Background: an optimization exercise with open tools, aiming at small area. Do not read the settings as production practice.
For this run, only the layout was checked, not whether the RTL still works.

==> design/flow/design.v <==
`timescale 1ns/1ps
module acq_decim (
    input  wire        clk,
    input  wire        rst,
    input  wire        start,
    input  wire [2:0]  order,
    input  wire [10:0] ratio,
    input  wire [31:0] cal_ofs,
    input  wire [31:0] cal_gain,
    input  wire        x_valid,
    input  wire [13:0] x,
    output reg         res_valid,
    output reg  [29:0] res_f,
    output reg  [31:0] res_v,
    output reg         res_clip,
    output reg         res_sat
);
    localparam [2:0] ST_IDLE = 3'd0,
                     ST_ACC  = 3'd1,
                     ST_PREP = 3'd2,
                     ST_DIV  = 3'd3,
                     ST_CAL  = 3'd4;
    reg [2:0] state;
    wire [12:0] w_last = order * (ratio - 11'd1);    
    reg [12:0] idx;         
    reg [10:0] phase;       
    reg [2:0]  blk;         
    reg        last_in;     
    reg        clip;
    reg signed [31:0] a1, a2, a3, a4;
    reg signed [31:0] tap;
    always @(*) begin
        tap = 32'sd0;
        if (phase == 11'd0) begin
            case ({order, blk})
                {3'd1, 3'd0}: tap =  32'sd1;
                {3'd1, 3'd1}: tap = -32'sd1;
                {3'd2, 3'd0}: tap =  32'sd1;
                {3'd2, 3'd1}: tap = -32'sd2;
                {3'd2, 3'd2}: tap =  32'sd1;
                {3'd3, 3'd0}: tap =  32'sd1;
                {3'd3, 3'd1}: tap = -32'sd3;
                {3'd3, 3'd2}: tap =  32'sd3;
                {3'd3, 3'd3}: tap = -32'sd1;
                {3'd4, 3'd0}: tap =  32'sd1;
                {3'd4, 3'd1}: tap = -32'sd4;
                {3'd4, 3'd2}: tap =  32'sd6;
                {3'd4, 3'd3}: tap = -32'sd4;
                {3'd4, 3'd4}: tap =  32'sd1;
                default:      tap =  32'sd0;
            endcase
        end
    end
    wire signed [31:0] a1_n = a1 + tap;
    wire signed [31:0] a2_n = a2 + a1_n;
    wire signed [31:0] a3_n = a3 + a2_n;
    wire signed [31:0] a4_n = a4 + a3_n;
    reg signed [31:0] h_cur;
    always @(*) begin
        case (order)
            3'd1:    h_cur = a1_n;
            3'd2:    h_cur = a2_n;
            3'd3:    h_cur = a3_n;
            default: h_cur = a4_n;
        endcase
    end
    reg signed [31:0] h_r;
    reg signed [13:0] x_r;
    reg               mac_go;
    reg signed [54:0] acc;
    wire signed [45:0] mac_prod = h_r * x_r;
    reg [40:0] dvs;
    reg [2:0]  pow_left;
    wire [51:0] dvs_mul = dvs * ratio;
    wire signed [71:0] num  = {acc, 17'd0} + {31'd0, dvs};
    wire               num_neg = num[71];
    wire        [71:0] num_mag = num_neg ? (-num) : num;
    wire        [72:0] dvs2 = {31'd0, dvs, 1'b0};
    reg        [72:0] rem;
    reg        [72:0] dsh;
    reg        [30:0] quo;
    reg        [4:0]  step;
    reg               neg;
    wire [72:0] rem_sub = rem - dsh;
    wire        rem_ge  = (rem >= dsh);
    reg  signed [29:0] f_r;
    reg  signed [32:0] diff_r;
    reg  signed [31:0] gain_r;
    reg  signed [64:0] prod_r;
    reg         [1:0]  cal_step;
    wire signed [32:0] cal_diff = $signed({{3{f_r[29]}}, f_r}) - $signed({cal_ofs[31], cal_ofs});
    wire signed [64:0] cal_prod = diff_r * gain_r;
    wire signed [65:0] cal_rnd  = $signed({prod_r[64], prod_r}) + 66'sd524288;
    wire signed [45:0] cal_v    = cal_rnd[65:20];
    wire               v_hi     = cal_v > 46'sd2147483647;
    wire               v_lo     = cal_v < -46'sd2147483648;
    always @(posedge clk) begin
        if (rst) begin
            state     <= ST_IDLE;
            res_valid <= 1'b0;
            mac_go    <= 1'b0;
        end else begin
            res_valid <= 1'b0;
            mac_go    <= 1'b0;
            case (state)
                ST_IDLE: begin
                    if (start) begin
                        state    <= ST_ACC;
                        idx      <= 13'd0;
                        phase    <= 11'd0;
                        blk      <= 3'd0;
                        last_in  <= 1'b0;
                        clip     <= 1'b0;
                        a1       <= 32'sd0;
                        a2       <= 32'sd0;
                        a3       <= 32'sd0;
                        a4       <= 32'sd0;
                        acc      <= 55'sd0;
                        dvs      <= 41'd1;
                        pow_left <= order;
                    end
                end
                ST_ACC: begin
                    if (pow_left != 3'd0) begin
                        dvs      <= dvs_mul[40:0];
                        pow_left <= pow_left - 3'd1;
                    end
                    if (mac_go)
                        acc <= acc + {{9{mac_prod[45]}}, mac_prod};
                    if (x_valid && !last_in) begin
                        a1     <= a1_n;
                        a2     <= a2_n;
                        a3     <= a3_n;
                        a4     <= a4_n;
                        h_r    <= h_cur;
                        x_r    <= x;
                        mac_go <= 1'b1;
                        if (x == 14'h2000 || x == 14'h1fff)
                            clip <= 1'b1;
                        idx <= idx + 13'd1;
                        if (phase == ratio - 11'd1) begin
                            phase <= 11'd0;
                            blk   <= blk + 3'd1;
                        end else begin
                            phase <= phase + 11'd1;
                        end
                        if (idx == w_last)
                            last_in <= 1'b1;
                    end
                    if (last_in && !mac_go && pow_left == 3'd0)
                        state <= ST_PREP;
                end
                ST_PREP: begin
                    neg   <= num_neg;
                    rem   <= num_neg ? ({1'b0, num_mag} + dvs2 - 73'd1) : {1'b0, num_mag};
                    dsh   <= dvs2 << 30;
                    quo   <= 31'd0;
                    step  <= 5'd0;
                    state <= ST_DIV;
                end
                ST_DIV: begin
                    if (rem_ge)
                        rem <= rem_sub;
                    quo  <= {quo[29:0], rem_ge};
                    dsh  <= dsh >> 1;
                    step <= step + 5'd1;
                    if (step == 5'd30) begin
                        state    <= ST_CAL;
                        cal_step <= 2'd0;
                    end
                end
                ST_CAL: begin
                    cal_step <= cal_step + 2'd1;
                    if (cal_step == 2'd0) begin
                        diff_r <= cal_diff;
                        gain_r <= cal_gain;
                    end
                    if (cal_step == 2'd1)
                        prod_r <= cal_prod;
                    if (cal_step == 2'd2) begin
                        state     <= ST_IDLE;
                        res_valid <= 1'b1;
                        res_f     <= f_r;
                        res_clip  <= clip;
                        res_sat   <= v_hi | v_lo;
                        res_v     <= v_hi ? 32'h7fffffff :
                                     v_lo ? 32'h80000000 : cal_v[31:0];
                    end
                end
                default: state <= ST_IDLE;
            endcase
        end
    end
    always @(posedge clk) begin
        if (state == ST_DIV && step == 5'd30)
            f_r <= neg ? -$signed({1'b0, quo[29:0], rem_ge}) : $signed({1'b0, quo[29:0], rem_ge});
    end
endmodule
==> design/flow/run.sh <==
#!/bin/bash
# synth_recipe.tcl (not shown) runs the flow's synth.tcl, then flattens the netlist and writes it again
# the make line also repeats each setting of config.mk as NAME=value (left out here)
make -C /OpenROAD-flow-scripts/flow DESIGN_CONFIG=/design/flow/config.mk WORK_HOME=/design/flow/orfs CLKGATE_MAP_FILE= SYNTH_SCRIPT=/design/flow/synth_recipe.tcl finish
==> design/flow/config.mk <==
export PLATFORM = sky130hd
export DESIGN_NAME = acq_decim
export DESIGN_NICKNAME = acq_decim
export VERILOG_FILES = /design/flow/design.v
export SDC_FILE = /design/flow/constraint.sdc
export NUM_CORES = 4
export LEC_CHECK = 0
export CAP_MARGIN = 20
export CORE_MARGIN = 2
export CORE_UTILIZATION = 40
export SLEW_MARGIN = 20
==> design/flow/constraint.sdc <==
create_clock -name core_clock -period 12.0 [get_ports {clk}]
set_input_delay 2.4000 -clock core_clock [delete_from_list [all_inputs] [get_ports {clk}]]
set_output_delay 2.4000 -clock core_clock [all_outputs]
set_load 0.01 [all_outputs]
==> summary.md <==
| Metric | Value |
|---|---|
| Synthesis Warnings | 1 |
| Gpl congestion | 0.910 |
| Crit path kind | input pin to register |
| Hold crit path type | register to register |
| Most used cell, CP | o21ai_0 |
| Clk sinks | 694 |
| CP Launch Type | input pin |
| Most area-consuming cells after synthesis | fa_1 (32%), edfxtp_1 (18%), ha_1 (8.8%) |
| Grt total ovfl | 0 |
| Wire per inst | 19.7 µm |
| First-pass GRT wire length | 505 mm |
| Chip Width | 537 µm |
| DRT Pass-1 Iters | 8 |
| Max_slew headroom | 29.1% |
| CTS buffer count | 97 |
| Post-synth EDFFs | 689 |
| Arr. time, crit path | 12.01 ns |
| Average cell area after synthesis | 9.20 µm² |
| Register area share after synthesis | 18.3% |
| Vias in the first global route | 88.4k |
| Syn_nets | 15.1k |
| Pre-CTS WS | -0.0885 ns |
| Row count | 195 |
| RSZ-0062 raised after global routing | no |
| Reg clk slew, reported paths | 0.06 ns |
| Fin. max-slew vios | 0 |
| Placed Cells | 15.9k |
| Post_cts resized | 0 |
| Syn Inst Count | 12.4k |
| Max Clock Skew | 0.0961 ns |
| Detailed Place HPWL | 246 mm |
| Tcrit/Tclk final | 95.3% |
| Syn Std Cell Area | 114000 µm² |
| PortBufs | 160 |
| Starting density of the core | 40.3% |
| Worst-Margin Slew | 1.05 ns |
| CP max-delay cell | a2111oi_0 |
| H-tree depth | 3 |
| Final Util | 43.5% |
| CORE AREA | 283000 µm² |
| Fin area | 123000 µm² |
| Synth cell types | 89 |
| DRC | 0 |
| CP max FO | 6 |
| Die area | 289000 µm² |
| Slowest stage delay, CP | 0.56 ns |
| Most frequent cells after synthesis | inv_1 (2102), fa_1 (1842), nand2_1 (1653), ha_1 (797), edfxtp_1 (689) |
| Data required, critical path | 12.57 ns |
| Routed Wire Length | 316 mm |
| Cell Count, Final, Fillers Out | 16.1k |
| Post-layout nets | 15.0k |
| Post-synth top area share | 32.4% |
| Outcome | complete, no violations |
| Max_cap viols | 0 |
| Post-CTS Hold Fix Bufs | 0 |
| Min Clock Period, post-route | 11.44 ns |
| Synth-to-Final Area Change | 7.94% |
| Vias per std cell | 5.27 |
| Clk buf depth | 4 |
| Worst setup margin | 0.563 ns |
| Starting DRT DRC Count | 5330 |
| Final ANT Viol Nets | 0 |
| Die Ht | 537 µm |
| Worst-Skew Late Latency | 0.85 ns |
| Overall Global Routing Usage | 22.3% |
| Crit path buf inv count | 4 |
| Final Hold Vio Count | 0 |
| Crit end category | register |
| Leading area contributor after synthesis | fa_1 |
| Vias | 84.7k |
| Ys async rst share | 0% |
| Synth Flop Type | edfxtp_1 |
| Root Buffer | clkbuf_16 |
| Synth Register Bits | 694 |
| Fmax | 87.4 MHz |
| Final setup violating endpoints | 0 |
| Initial antenna violation count | 10 |
| Fraction of layout cells with a size suffix above 1 | 3.49% |
| Top Ports | 161 |
| Largest net degree at the start of global routing | 210 |
| Most frequent cell after synthesis | inv_1 |
| Post-CTS setup buffers | 0 |
| Dpl cell area | 120000 µm² |
| CTS tree | yes |
| Largest delay share family, worst path | compound AO/OA/AOI/OAI gates |
## worst reg2reg max path: cells and delay by family (launching register included)
family                     cells  cell delay [ns]
and+or+nand+nor                6             1.12
DFF                            1             0.36
buffers and inverters          4             0.72
adders and majority gates      8             3.85
xor gates and xnor gates       2             0.37
AOI/OAI and AO/OA             15             3.75
## state kept, by name, indices dropped and copies added (netlist names), 33 cells and up
register,cells
dvs,41
acc,55
dsh,72
diff_r,33
prod_r,46
rem,73
## placed cells by master, fill, tap and decap left out, drive strengths merged, types with 102 or more instances in the layout
cell           netlist  routed
a21o               335     335
a21oi              544     544
and2               687     687
buf                 29     191
clkbuf             522     102
clkdlybuf4s50        0     157
edfxtp             689     689
fa                1842    1842
ha                 797     797
inv               2102    2108
nand2             1653    1653
nand2b             123     123
nand3              158     158
nor2               641     641
nor3               117     117
o21ai              373     373
xnor2              456     456
xor2               264     264
## through the flow
stage          TNS (ns)  hold WS (ns)
6_report              0         0.461
5_1_grt               0         0.472
4_1_cts               0         0.460
3_5_place_dp     -0.184         0.448
3_3_place_gp     -0.405         0.447
2_1_floorplan         0         0.400
## final cells by class
type                    instances  area, µm²
diodes                          5       12.5
clock buffers                 102       2450
clock inverters                71        828
fillers                     27800     160000
inverters                    2104       7900
multi-input cells            9016      83100
flip-flops and latches        694      20800
well taps                    3743       4680
repair buffers                348       3040
## routing by layer
layer / wire [µm] / global-route usage, %
met1: 137000 / 29.4
met4: 11000 / 6.97
met5: 41 / 0
met3: 15400 / 2.46
met2: 153000 / 38.3
## kinds of logic (layout without fill, tap and decap cells)
kind of cell | count (synthesis) | after routing | synth area share, %
buffers and inverters | 2655 | 2625 | 8.77
other | 0 | 5 | 0
XOR/XNOR | 724 | 724 | 5.64
AND/OR/NAND/NOR | 3787 | 3787 | 15.6
AO/OA/AOI/OAI | 1851 | 1851 | 10.4
adder cells (fa/ha/maj) | 2639 | 2639 | 41.2
flip-flops | 694 | 694 | 18.3
multiplexers | 15 | 15 | 0.135
## final timing paths
path	start	end	slack, ns	cells past startpoint
worst min register to register	f_r[0]	res_f[0]	0.46	0
worst max register to register	x_r[13]	acc[52]	1.50	35
worst max-delay path	order[1]	h_r[28]	0.56	40
worst min-delay path	f_r[0]	res_f[0]	0.46	0

==> what the ideal ports hide <==
The flow's constraints put no driver on any port. The routed layout listed below was extracted and timed again, unchanged, in two steps. Step 1, drivers: a clkbuf_16 drives clk and a buf_2 each remaining input, both assumed. Step 2 also shifts input and output timing later by t, the mid clock arrival at the registers, as if the neighbouring blocks saw the same clock. Slacks: no drivers / after step 1 / after step 2; pairs: no drivers / after step 1.
shift t [ns]: 0.892
slack for setup (ns): 0.563 / 0.636 / -0.256
worst data-port slew with drivers (ns): 0.05
cell pins on the clock port's net: 1
With both steps, setup timing fails in this run, where it was met with ideal ports. For this run, drivers alone change the setup slack by +0.073 ns; drivers and shift together by -0.819 ns.
